Source: an optimization exercise on an open RTL-to-GDS flow (aim: small area and a short achievable clock period). Production flows keep margins and buffers that such runs may drop. Where RTL was checked, it was by simulation tests only, not by an equivalence proof against the original.

## job 101
// chk_unit
module chk_unit (
    input  wire        clk,
    input  wire        rst,           
    input  wire        wr_cfg,        
    input  wire        wr_init,       
    input  wire        wr_value,      
    input  wire [31:0] wdata,
    input  wire        s_valid,
    input  wire [63:0] s_data,        
    input  wire [2:0]  s_nbm1,        
    input  wire        s_last,        
    input  wire        s_check,       
    output wire [1:0]  code,
    output wire [31:0] value,
    output wire [31:0] result,
    output wire        residue_ok,
    output wire [15:0] fail_cnt,
    output wire [15:0] refused_cnt
);
For scale: roughly 2000 cells after synthesis, about 70 flip-flops.
export LEC_CHECK = 0
export CAP_MARGIN = 20
export CORE_MARGIN = 2
export CORE_UTILIZATION = 62
export GPL_TIMING_DRIVEN = 0
export SETUP_SLACK_MARGIN = 2
export SLEW_MARGIN = 40
export DONT_USE_CELLS = sky130_fd_sc_hd__xor3_1 sky130_fd_sc_hd__xor3_2 sky130_fd_sc_hd__xor3_4 sky130_fd_sc_hd__xnor3_1 sky130_fd_sc_hd__xnor3_2 sky130_fd_sc_hd__xnor3_4 sky130_fd_sc_hd__xnor2_2 sky130_fd_sc_hd__xnor2_4 sky130_fd_sc_hd__xor2_2 sky130_fd_sc_hd__xor2_4
export BUFFER_PORTS_ARGS = -buffer_cell sky130_fd_sc_hd__buf_1
create_clock -name core_clock -period 25.0 [get_ports {clk}]
standard.sh (not shown) runs the stock make flow with config.mk's settings and CLKGATE_MAP_FILE= SYNTH_SCRIPT=/design/flow/synth_recipe.tcl, a recipe that flattens the netlist after the stock synthesis.
==> flow/flow/run.sh <==
#!/bin/bash
# Standard layout (the standard.sh) with these changes:
#  - no three-input XOR cells (two XOR2 are smaller than one XOR3 here), and
#    XOR2 cells only in their smallest size (synthesis upsizes them for a
#    delay target far below the clock period);
#  - ports buffered with the smallest buffer instead of a delay buffer;
#  - the timing repair aims for more setup slack than the design's margin.
set -euo pipefail
cat >> config.mk <<'EOC'
export DONT_USE_CELLS = sky130_fd_sc_hd__xor3_1 sky130_fd_sc_hd__xor3_2 sky130_fd_sc_hd__xor3_4 sky130_fd_sc_hd__xnor3_1 sky130_fd_sc_hd__xnor3_2 sky130_fd_sc_hd__xnor3_4 sky130_fd_sc_hd__xnor2_2 sky130_fd_sc_hd__xnor2_4 sky130_fd_sc_hd__xor2_2 sky130_fd_sc_hd__xor2_4
export BUFFER_PORTS_ARGS = -buffer_cell sky130_fd_sc_hd__buf_1
EOC
bash standard.sh SETUP_SLACK_MARGIN=${MARGIN:-15} finish > standard.log 2>&1
The following lists how job 102 was set up differently from job 101:
# job 101
export LEC_CHECK = 0
export CAP_MARGIN = 20
export CORE_MARGIN = 2
export CORE_UTILIZATION = 62
export GPL_TIMING_DRIVEN = 0
export SETUP_SLACK_MARGIN = 2
export SLEW_MARGIN = 40
export DONT_USE_CELLS = sky130_fd_sc_hd__xor3_1 sky130_fd_sc_hd__xor3_2 sky130_fd_sc_hd__xor3_4 sky130_fd_sc_hd__xnor3_1 sky130_fd_sc_hd__xnor3_2 sky130_fd_sc_hd__xnor3_4 sky130_fd_sc_hd__xnor2_2 sky130_fd_sc_hd__xnor2_4 sky130_fd_sc_hd__xor2_2 sky130_fd_sc_hd__xor2_4
export BUFFER_PORTS_ARGS = -buffer_cell sky130_fd_sc_hd__buf_1
create_clock -name core_clock -period 25.0 [get_ports {clk}]
# job 102
export LEC_CHECK = 0
export CAP_MARGIN = 20
export CORE_MARGIN = 2
export CORE_UTILIZATION = 62
export SETUP_SLACK_MARGIN = 2
export SLEW_MARGIN = 20
export DONT_USE_CELLS = sky130_fd_sc_hd__xor3_1 sky130_fd_sc_hd__xor3_2 sky130_fd_sc_hd__xor3_4 sky130_fd_sc_hd__xnor3_1 sky130_fd_sc_hd__xnor3_2 sky130_fd_sc_hd__xnor3_4 sky130_fd_sc_hd__xnor2_2 sky130_fd_sc_hd__xnor2_4 sky130_fd_sc_hd__xor2_2 sky130_fd_sc_hd__xor2_4
export BUFFER_PORTS_ARGS = -buffer_cell sky130_fd_sc_hd__buf_1
create_clock -name core_clock -period 25.0 [get_ports {clk}]
-- flow/flow/run.sh --
<<< job 101, line 11
export BUFFER_PORTS_ARGS = -buffer_cell sky130_fd_sc_hd__buf_1
EOC
bash standard.sh SETUP_SLACK_MARGIN=${MARGIN:-15} finish > standard.log 2>&1
>>> job 102, line 11
export BUFFER_PORTS_ARGS = -buffer_cell sky130_fd_sc_hd__buf_1
EOC
bash standard.sh SETUP_SLACK_MARGIN=${MARGIN:-16} finish > standard.log 2>&1
Findings:
Worst-case setup margin in the final layout up 1110 ps in job 102 wrt job 101. Job 102 vs. job 101: global routing usage summed across all routing layers went down by 2.2 points; fraction of layout cells with a size suffix above 1 went up by 1.2 points; maximum frequency climbed 12 MHz; multi-input logic portion of the cell area has decreased. | sequential share of cell area | job 102 vs job 101 | ≈ equal |.
> inputs changed (job 102 -> job 103)
# job 102
export LEC_CHECK = 0
export CAP_MARGIN = 20
export CORE_MARGIN = 2
export CORE_UTILIZATION = 62
export SETUP_SLACK_MARGIN = 2
export SLEW_MARGIN = 20
export DONT_USE_CELLS = sky130_fd_sc_hd__xor3_1 sky130_fd_sc_hd__xor3_2 sky130_fd_sc_hd__xor3_4 sky130_fd_sc_hd__xnor3_1 sky130_fd_sc_hd__xnor3_2 sky130_fd_sc_hd__xnor3_4 sky130_fd_sc_hd__xnor2_2 sky130_fd_sc_hd__xnor2_4 sky130_fd_sc_hd__xor2_2 sky130_fd_sc_hd__xor2_4
export BUFFER_PORTS_ARGS = -buffer_cell sky130_fd_sc_hd__buf_1
create_clock -name core_clock -period 25.0 [get_ports {clk}]
# job 103
export LEC_CHECK = 0
export CAP_MARGIN = 20
export CORE_MARGIN = 2
export CORE_UTILIZATION = 62
export SETUP_SLACK_MARGIN = 2
export SLEW_MARGIN = 40
export DONT_USE_CELLS = sky130_fd_sc_hd__xor3_1 sky130_fd_sc_hd__xor3_2 sky130_fd_sc_hd__xor3_4 sky130_fd_sc_hd__xnor3_1 sky130_fd_sc_hd__xnor3_2 sky130_fd_sc_hd__xnor3_4
export BUFFER_PORTS_ARGS = -buffer_cell sky130_fd_sc_hd__buf_1
create_clock -name core_clock -period 25.0 [get_ports {clk}]
==> flow/flow/run.sh <==
#!/bin/bash
# Standard layout (the standard.sh) with these changes:
#  - synthesis uses no three-input XOR cells (two XOR2 are smaller than one
#    XOR3 here) and XOR2 cells only in their smallest size (synthesis upsizes
#    them for a delay target far below the clock period); after synthesis the
#    XOR2 sizes are allowed again, for the timing repair to use where needed;
#  - ports buffered with the smallest buffer instead of a delay buffer;
#  - the timing repair aims for more setup slack than the design's margin.
set -euo pipefail
cp config.mk config_base.mk
XOR3="sky130_fd_sc_hd__xor3_1 sky130_fd_sc_hd__xor3_2 sky130_fd_sc_hd__xor3_4 sky130_fd_sc_hd__xnor3_1 sky130_fd_sc_hd__xnor3_2 sky130_fd_sc_hd__xnor3_4"
XOR2="sky130_fd_sc_hd__xnor2_2 sky130_fd_sc_hd__xnor2_4 sky130_fd_sc_hd__xor2_2 sky130_fd_sc_hd__xor2_4"
{ cat config_base.mk
  echo "export DONT_USE_CELLS = $XOR3 $XOR2"
  echo "export BUFFER_PORTS_ARGS = -buffer_cell sky130_fd_sc_hd__buf_1"; } > config.mk
bash standard.sh SETUP_SLACK_MARGIN=${MARGIN:-16} synth > standard_synth.log 2>&1
{ cat config_base.mk
  echo "export DONT_USE_CELLS = $XOR3"
  echo "export BUFFER_PORTS_ARGS = -buffer_cell sky130_fd_sc_hd__buf_1"; } > config.mk
bash standard.sh SETUP_SLACK_MARGIN=${MARGIN:-16} finish > standard.log 2>&1
### Flow results
- Diff job 102 -> job 103: overall routed net length down 3.2%, cell count went down 3.9%.
- Sort job 103 and job 102 by number of setup buffers added after CTS, descending, and job 102 comes first.
- Job 102 has a higher combined global-route utilization of all metal layers than job 103.
- Minimum setup slack in the final design delta (job 103 − job 102): unfavourable
What job 104 does differently from job 103 at the input level:
# job 103
export LEC_CHECK = 0
export CAP_MARGIN = 20
export CORE_MARGIN = 2
export CORE_UTILIZATION = 62
export SETUP_SLACK_MARGIN = 2
export SLEW_MARGIN = 40
export DONT_USE_CELLS = sky130_fd_sc_hd__xor3_1 sky130_fd_sc_hd__xor3_2 sky130_fd_sc_hd__xor3_4 sky130_fd_sc_hd__xnor3_1 sky130_fd_sc_hd__xnor3_2 sky130_fd_sc_hd__xnor3_4
export BUFFER_PORTS_ARGS = -buffer_cell sky130_fd_sc_hd__buf_1
create_clock -name core_clock -period 25.0 [get_ports {clk}]
# job 104
export LEC_CHECK = 0
export CAP_MARGIN = 20
export CORE_MARGIN = 2
export CORE_UTILIZATION = 52
export SETUP_SLACK_MARGIN = 2
export SLEW_MARGIN = 40
export DONT_USE_CELLS = sky130_fd_sc_hd__xor3_1 sky130_fd_sc_hd__xor3_2 sky130_fd_sc_hd__xor3_4 sky130_fd_sc_hd__xnor3_1 sky130_fd_sc_hd__xnor3_2 sky130_fd_sc_hd__xnor3_4 sky130_fd_sc_hd__xnor2_2 sky130_fd_sc_hd__xnor2_4 sky130_fd_sc_hd__xor2_2 sky130_fd_sc_hd__xor2_4
export BUFFER_PORTS_ARGS = -buffer_cell sky130_fd_sc_hd__buf_1
create_clock -name core_clock -period 25.0 [get_ports {clk}]
==> flow/flow/run.sh <==
#!/bin/bash
# Standard layout (the standard.sh) with these changes:
#  - no three-input XOR cells (two XOR2 are smaller than one XOR3 here), and
#    XOR2 cells only in their smallest size (synthesis upsizes them for a
#    delay target far below the clock period);
#  - ports buffered with the smallest buffer instead of a delay buffer;
#  - the timing repair aims for more setup slack than the design's margin.
set -euo pipefail
cat >> config.mk <<'EOC'
export DONT_USE_CELLS = sky130_fd_sc_hd__xor3_1 sky130_fd_sc_hd__xor3_2 sky130_fd_sc_hd__xor3_4 sky130_fd_sc_hd__xnor3_1 sky130_fd_sc_hd__xnor3_2 sky130_fd_sc_hd__xnor3_4 sky130_fd_sc_hd__xnor2_2 sky130_fd_sc_hd__xnor2_4 sky130_fd_sc_hd__xor2_2 sky130_fd_sc_hd__xor2_4
export BUFFER_PORTS_ARGS = -buffer_cell sky130_fd_sc_hd__buf_1
EOC
bash standard.sh SETUP_SLACK_MARGIN=${MARGIN:-17} finish > standard.log 2>&1
## What came out
- On gate count after technology mapping, job 104 and job 103 are basically level.
- Comparing job 103 against job 104, there is no change at all in part of the Yosys area used for sequential elements.
- In the tables for job 104 and job 103, initial core utilization reads higher with job 103.
- The quantity of gates resized following cts in job 103 is 0.12 times that in job 104.
- Per the comparison of job 104 with job 103, final HPWL from detailed placement has increased; standard cell area after detailed placement has increased.
- As far as CTS buffer count goes, job 103 and job 104 are indistinguishable; the numbers are identical.
- Side by side, number of placement rows turned out higher in job 104 than in job 103.
- Flow for job 104 halted at 5_1_grt, error code GRT-0116.
- When job 104 is set beside job 103, its die extent in x turns out to be 9.0% larger.
Input-level comparison between job 105 and job 104:
# job 104
export LEC_CHECK = 0
export CAP_MARGIN = 20
export CORE_MARGIN = 2
export CORE_UTILIZATION = 52
export SETUP_SLACK_MARGIN = 2
export SLEW_MARGIN = 40
export DONT_USE_CELLS = sky130_fd_sc_hd__xor3_1 sky130_fd_sc_hd__xor3_2 sky130_fd_sc_hd__xor3_4 sky130_fd_sc_hd__xnor3_1 sky130_fd_sc_hd__xnor3_2 sky130_fd_sc_hd__xnor3_4 sky130_fd_sc_hd__xnor2_2 sky130_fd_sc_hd__xnor2_4 sky130_fd_sc_hd__xor2_2 sky130_fd_sc_hd__xor2_4
export BUFFER_PORTS_ARGS = -buffer_cell sky130_fd_sc_hd__buf_1
create_clock -name core_clock -period 25.0 [get_ports {clk}]
# job 105
export LEC_CHECK = 0
export CAP_MARGIN = 20
export CORE_MARGIN = 2
export CORE_UTILIZATION = 62
export SETUP_SLACK_MARGIN = 2
export SLEW_MARGIN = 40
export DONT_USE_CELLS = sky130_fd_sc_hd__xor3_1 sky130_fd_sc_hd__xor3_2 sky130_fd_sc_hd__xor3_4 sky130_fd_sc_hd__xnor3_1 sky130_fd_sc_hd__xnor3_2 sky130_fd_sc_hd__xnor3_4
export BUFFER_PORTS_ARGS = -buffer_cell sky130_fd_sc_hd__buf_1
create_clock -name core_clock -period 25.0 [get_ports {clk}]
==> flow/flow/run.sh <==
#!/bin/bash
# Standard layout (the standard.sh) with these changes:
#  - synthesis uses no three-input XOR cells (two XOR2 are smaller than one
#    XOR3 here) and XOR2 cells only in their smallest size (synthesis upsizes
#    them for a delay target far below the clock period); after synthesis the
#    XOR2 sizes are allowed again, for the timing repair to use where needed;
#  - ports buffered with the smallest buffer instead of a delay buffer;
#  - the timing repair aims for more setup slack than the design's margin.
set -euo pipefail
cp config.mk config_base.mk
XOR3="sky130_fd_sc_hd__xor3_1 sky130_fd_sc_hd__xor3_2 sky130_fd_sc_hd__xor3_4 sky130_fd_sc_hd__xnor3_1 sky130_fd_sc_hd__xnor3_2 sky130_fd_sc_hd__xnor3_4"
XOR2="sky130_fd_sc_hd__xnor2_2 sky130_fd_sc_hd__xnor2_4 sky130_fd_sc_hd__xor2_2 sky130_fd_sc_hd__xor2_4"
{ cat config_base.mk
  echo "export DONT_USE_CELLS = $XOR3 $XOR2"
  echo "export BUFFER_PORTS_ARGS = -buffer_cell sky130_fd_sc_hd__buf_1"; } > config.mk
bash standard.sh SETUP_SLACK_MARGIN=${MARGIN:-15} synth > standard_synth.log 2>&1
{ cat config_base.mk
  echo "export DONT_USE_CELLS = $XOR3"
  echo "export BUFFER_PORTS_ARGS = -buffer_cell sky130_fd_sc_hd__buf_1"; } > config.mk
bash standard.sh SETUP_SLACK_MARGIN=${MARGIN:-15} finish > standard.log 2>&1
### Flow results
Job 105: flow completed, timing, DRC and antenna clean
Diff job 105..job 104 | number of instances in the synthesized netlist | unchanged
Relative to job 104, horizontal die dimension has gone down in job 105.
Reported for job 104 and job 105, mux cell area share after synthesis turned out identical to the last digit.
| HPWL reported at the end of detailed placement | job 105 vs job 104 | better |
There was hardly any difference in number of buffers created by CTS between job 105 and job 104.
As far as fraction of the mapped netlist area in adder cells is concerned, job 104 and job 105 perform about the same.
Job 105 vs job 104 — vertical extent of the die dropped 8.2%.
Compared job 105 vs job 104, and placement-stage cell area is down in job 105.

---

Setup of build 10:
Another version of the RTL of chk_unit (not shown whole).
Size: roughly 2,300 cells after synthesis, roughly 19,000 µm² of cells after synthesis.
Design chk_unit, start of the top module:
module chk_unit (
    input  wire        clk,
    input  wire        rst,           
    input  wire        wr_cfg,        
    input  wire        wr_init,       
    input  wire        wr_value,      
    input  wire [31:0] wdata,
    input  wire        s_valid,
    input  wire [63:0] s_data,        
    input  wire [2:0]  s_nbm1,        
    input  wire        s_last,        
    input  wire        s_check,       
    output wire [1:0]  code,
    output wire [31:0] value,
    output wire [31:0] result,
    output wire        residue_ok,
    output wire [15:0] fail_cnt,
    output wire [15:0] refused_cnt
);
clock: 25.0 ns
lec_check: 0
cap_margin: 20
core_margin: 2
core_utilization: 40
setup_slack_margin: 2
slew_margin: 20
dont_use_cells: sky130_fd_sc_hd__xor3_1 sky130_fd_sc_hd__xor3_2 sky130_fd_sc_hd__xor3_4 sky130_fd_sc_hd__xnor3_1 sky130_fd_sc_hd__xnor3_2 sky130_fd_sc_hd__xnor3_4
==> flow/flow/run.sh <==
#!/bin/bash
# Standard layout, with the three-input XOR cells kept out of synthesis and
# optimisation (two XOR2 are smaller than one XOR3 in this library).
set -euo pipefail
cat >> config.mk <<'EOC'
export DONT_USE_CELLS = sky130_fd_sc_hd__xor3_1 sky130_fd_sc_hd__xor3_2 sky130_fd_sc_hd__xor3_4 sky130_fd_sc_hd__xnor3_1 sky130_fd_sc_hd__xnor3_2 sky130_fd_sc_hd__xnor3_4
EOC
bash standard.sh SETUP_SLACK_MARGIN=16 finish > standard.log 2>&1
Build 10 completed every stage of the flow, and the final layout passed the timing, DRC and antenna checks.
What build 32 does differently from build 10 at the input level:
# build 10
export LEC_CHECK = 0
export CAP_MARGIN = 20
export CORE_MARGIN = 2
export CORE_UTILIZATION = 40
export SETUP_SLACK_MARGIN = 2
export SLEW_MARGIN = 20
export DONT_USE_CELLS = sky130_fd_sc_hd__xor3_1 sky130_fd_sc_hd__xor3_2 sky130_fd_sc_hd__xor3_4 sky130_fd_sc_hd__xnor3_1 sky130_fd_sc_hd__xnor3_2 sky130_fd_sc_hd__xnor3_4
create_clock -name core_clock -period 25.0 [get_ports {clk}]
# build 32
export LEC_CHECK = 0
export CAP_MARGIN = 20
export CORE_MARGIN = 2
export CORE_UTILIZATION = 40
export SETUP_SLACK_MARGIN = 2
export SLEW_MARGIN = 20
create_clock -name core_clock -period 25.0 [get_ports {clk}]
==> flow/run.sh (new file) <==
#!/bin/bash
# synth_recipe.tcl (not shown) runs the flow's synth.tcl, then flattens the netlist and writes it again
# the make line also repeats each setting of config.mk as NAME=value (left out here)
make -C /OpenROAD-flow-scripts/flow DESIGN_CONFIG=/design/flow/config.mk WORK_HOME=/design/flow/orfs CLKGATE_MAP_FILE= SYNTH_SCRIPT=/design/flow/synth_recipe.tcl finish
removed: flow/flow/run.sh
removed: flow/standard.sh
| minimum clock period | build 32 vs build 10 | 1680 ps higher |. Compared with build 10, build 32 shows a higher mean instance size in the synthesized netlist. Build 32 vs build 10 — post-detailed-routing wire length rose 4.6%. On build 32: maximum frequency is about 15% lower than what build 10 gave. Build 32 — met2 wire length about 4% higher, build 10 as reference. Synthesis-to-layout area growth on build 32 is down relative to build 10. Build 32 vs. build 10: post-synth net total went down by 76. On worst setup slack, build 10 beats build 32. Number of flops mapped to enable cells by yosys essentially unchanged between build 10 and build 32.
The inputs of build 59 differ from those of build 32 as listed below.
# build 32
export LEC_CHECK = 0
export CAP_MARGIN = 20
export CORE_MARGIN = 2
export CORE_UTILIZATION = 40
export SETUP_SLACK_MARGIN = 2
export SLEW_MARGIN = 20
create_clock -name core_clock -period 25.0 [get_ports {clk}]
# build 59
export LEC_CHECK = 0
export CAP_MARGIN = 20
export CORE_MARGIN = 2
export CORE_UTILIZATION = 40
export CTS_BUF_LIST = sky130_fd_sc_hd__clkbuf_8
export SETUP_SLACK_MARGIN = 2
export SLEW_MARGIN = 20
export DONT_USE_CELLS = sky130_fd_sc_hd__xor3_1 sky130_fd_sc_hd__xor3_2 sky130_fd_sc_hd__xor3_4 sky130_fd_sc_hd__xnor3_1 sky130_fd_sc_hd__xnor3_2 sky130_fd_sc_hd__xnor3_4
export BUFFER_PORTS_ARGS = -buffer_cell sky130_fd_sc_hd__buf_1
create_clock -name core_clock -period 25.0 [get_ports {clk}]
==> flow/flow/run.sh (new file) <==
#!/bin/bash
# Standard layout (the standard.sh) with these changes:
#  - no three-input XOR cells (two XOR2 are smaller than one XOR3 here);
#  - ports buffered with the smallest buffer instead of a delay buffer;
#  - the timing repair aims for more setup slack than the design's margin.
set -euo pipefail
cat >> config.mk <<'EOC'
export DONT_USE_CELLS = sky130_fd_sc_hd__xor3_1 sky130_fd_sc_hd__xor3_2 sky130_fd_sc_hd__xor3_4 sky130_fd_sc_hd__xnor3_1 sky130_fd_sc_hd__xnor3_2 sky130_fd_sc_hd__xnor3_4
export BUFFER_PORTS_ARGS = -buffer_cell sky130_fd_sc_hd__buf_1
EOC
bash standard.sh SETUP_SLACK_MARGIN=${MARGIN:-15} finish > standard.log 2>&1
==> flow/standard.sh (new file) <==
#!/bin/bash
# synth_recipe.tcl (not shown) runs the flow's synth.tcl, then flattens the netlist and writes it again
# the make line also repeats each setting of config.mk as NAME=value (left out here)
make -C /OpenROAD-flow-scripts/flow DESIGN_CONFIG=/design/flow/config.mk WORK_HOME=/design/flow/orfs CLKGATE_MAP_FILE= SYNTH_SCRIPT=/design/flow/synth_recipe.tcl "${@:-finish}"
removed: flow/run.sh
==> results.txt <==
Diff build 32 -> build 59: hold slack saw an increase; met3 capacity usage during global routing now sits lower; sequential fraction of total cell area higher; number of nets in the finished design +67.
### build 59 -> build 79
# build 59
export LEC_CHECK = 0
export CAP_MARGIN = 20
export CORE_MARGIN = 2
export CORE_UTILIZATION = 40
export CTS_BUF_LIST = sky130_fd_sc_hd__clkbuf_8
export SETUP_SLACK_MARGIN = 2
export SLEW_MARGIN = 20
export DONT_USE_CELLS = sky130_fd_sc_hd__xor3_1 sky130_fd_sc_hd__xor3_2 sky130_fd_sc_hd__xor3_4 sky130_fd_sc_hd__xnor3_1 sky130_fd_sc_hd__xnor3_2 sky130_fd_sc_hd__xnor3_4
export BUFFER_PORTS_ARGS = -buffer_cell sky130_fd_sc_hd__buf_1
create_clock -name core_clock -period 25.0 [get_ports {clk}]
# build 79
export LEC_CHECK = 0
export CAP_MARGIN = 20
export CORE_MARGIN = 2
export CORE_UTILIZATION = 70
export SETUP_SLACK_MARGIN = 2
export SLEW_MARGIN = 20
create_clock -name core_clock -period 25.0 [get_ports {clk}]
==> flow/run.sh (new file) <==
#!/bin/bash
# synth_recipe.tcl (not shown) runs the flow's synth.tcl, then flattens the netlist and writes it again
# the make line also repeats each setting of config.mk as NAME=value (left out here)
make -C /OpenROAD-flow-scripts/flow DESIGN_CONFIG=/design/flow/config.mk WORK_HOME=/design/flow/orfs CLKGATE_MAP_FILE= SYNTH_SCRIPT=/design/flow/synth_recipe.tcl finish
removed: flow/flow/run.sh
removed: flow/standard.sh
Results
- Fraction of synthesis flops using an asynchronous set or reset pin came out exactly the same in build 59 and build 79.
- Compared with build 59, in build 79 area share of and/or/nand/nor cells after synthesis decreased 0.42 points, placed standard-cell area increased 860 µm², XOR/XNOR share of the synthesized area increased 1.2 points.
- Build 79 is listed as incomplete: the tool reported an error in global routing (5_1_grt) and the run ended there.
- No stage failed in build 59, and the final checks on the layout all came back clean.
Input changes introduced in build 57 (baseline for comparison: build 79):
# build 79
export LEC_CHECK = 0
export CAP_MARGIN = 20
export CORE_MARGIN = 2
export CORE_UTILIZATION = 70
export SETUP_SLACK_MARGIN = 2
export SLEW_MARGIN = 20
create_clock -name core_clock -period 25.0 [get_ports {clk}]
# build 57
export LEC_CHECK = 0
export CAP_MARGIN = 50
export CORE_MARGIN = 2
export CORE_UTILIZATION = 40
export SETUP_SLACK_MARGIN = 2
export SLEW_MARGIN = 70
create_clock -name core_clock -period 25.0 [get_ports {clk}]
## What came out
Build 57 finished every step from synthesis to the final layout, and the layout passed the timing, DRC and antenna checks.
Reported for build 57 and build 79, count of pins on the block boundary turned out identical to the last digit.
Compared with build 79, in build 57 number of instances in the placed design now sits higher; number of flops mapped to enable cells by yosys essentially unchanged; overall die height up 32%; cell area after placement grew by about 18%.
From build 57 to build 79, compound-gate portion of the synthesized area did not move at all.
Sort build 57 and build 79 by horizontal die dimension, ascending, and build 79 comes first.
Build 57: starting utilization of the core area is 31 points lower than what build 79 reported.
Function was not checked in any run of this note: the RTL went through the layout flow alone.

[what the ideal ports hide]
Ports are ideal in the flow. The routed layouts listed here were re-timed in OpenROAD. Step 1, drivers: a clkbuf_16 drives clk and a buf_2 each remaining input, both assumed. Step 2 also shifts input and output timing later by t, the mid clock arrival at the registers, as if the neighbouring blocks saw the same clock. Slacks: ideal ports / drivers / drivers and shift; pairs: ideal ports / drivers.
| run | t (ns) | setup slack, ns | latest minus earliest clock arrival (ns) | worst data-port slew with drivers (ns) | pins driven straight from the clock port |
|---|---|---|---|---|---|
| job 101 | 0.385 | 14.781 / 14.803 / 14.418 | 0.012 / 0.012 | 0.04 | 1 |
| job 102 | 0.373 | 15.892 / 15.908 / 15.535 | 0.008 / 0.007 | 0.05 | 1 |
| job 103 | 0.377 | 15.820 / 15.841 / 15.464 | 0.009 / 0.009 | 0.04 | 1 |
| job 105 | 0.375 | 15.123 / 15.143 / 14.768 | 0.008 / 0.008 | 0.04 | 1 |
| build 10 | 0.381 | 15.729 / 15.739 / 15.359 | 0.014 / 0.013 | 0.06 | 1 |
| build 32 | 0.391 | 14.046 / 14.069 / 13.678 | 0.008 / 0.008 | 0.07 | 1 |
| build 59 | 0.399 | 14.923 / 14.941 / 14.542 | 0.015 / 0.016 | 0.05 | 1 |
| build 57 | 0.391 | 15.004 / 15.024 / 14.633 | 0.012 / 0.012 | 0.08 | 1 |
After both steps setup and hold are still met in every run listed. The setup slack of build 59, which loses most, moves by +0.018 ns with the drivers and by -0.381 ns with both steps.
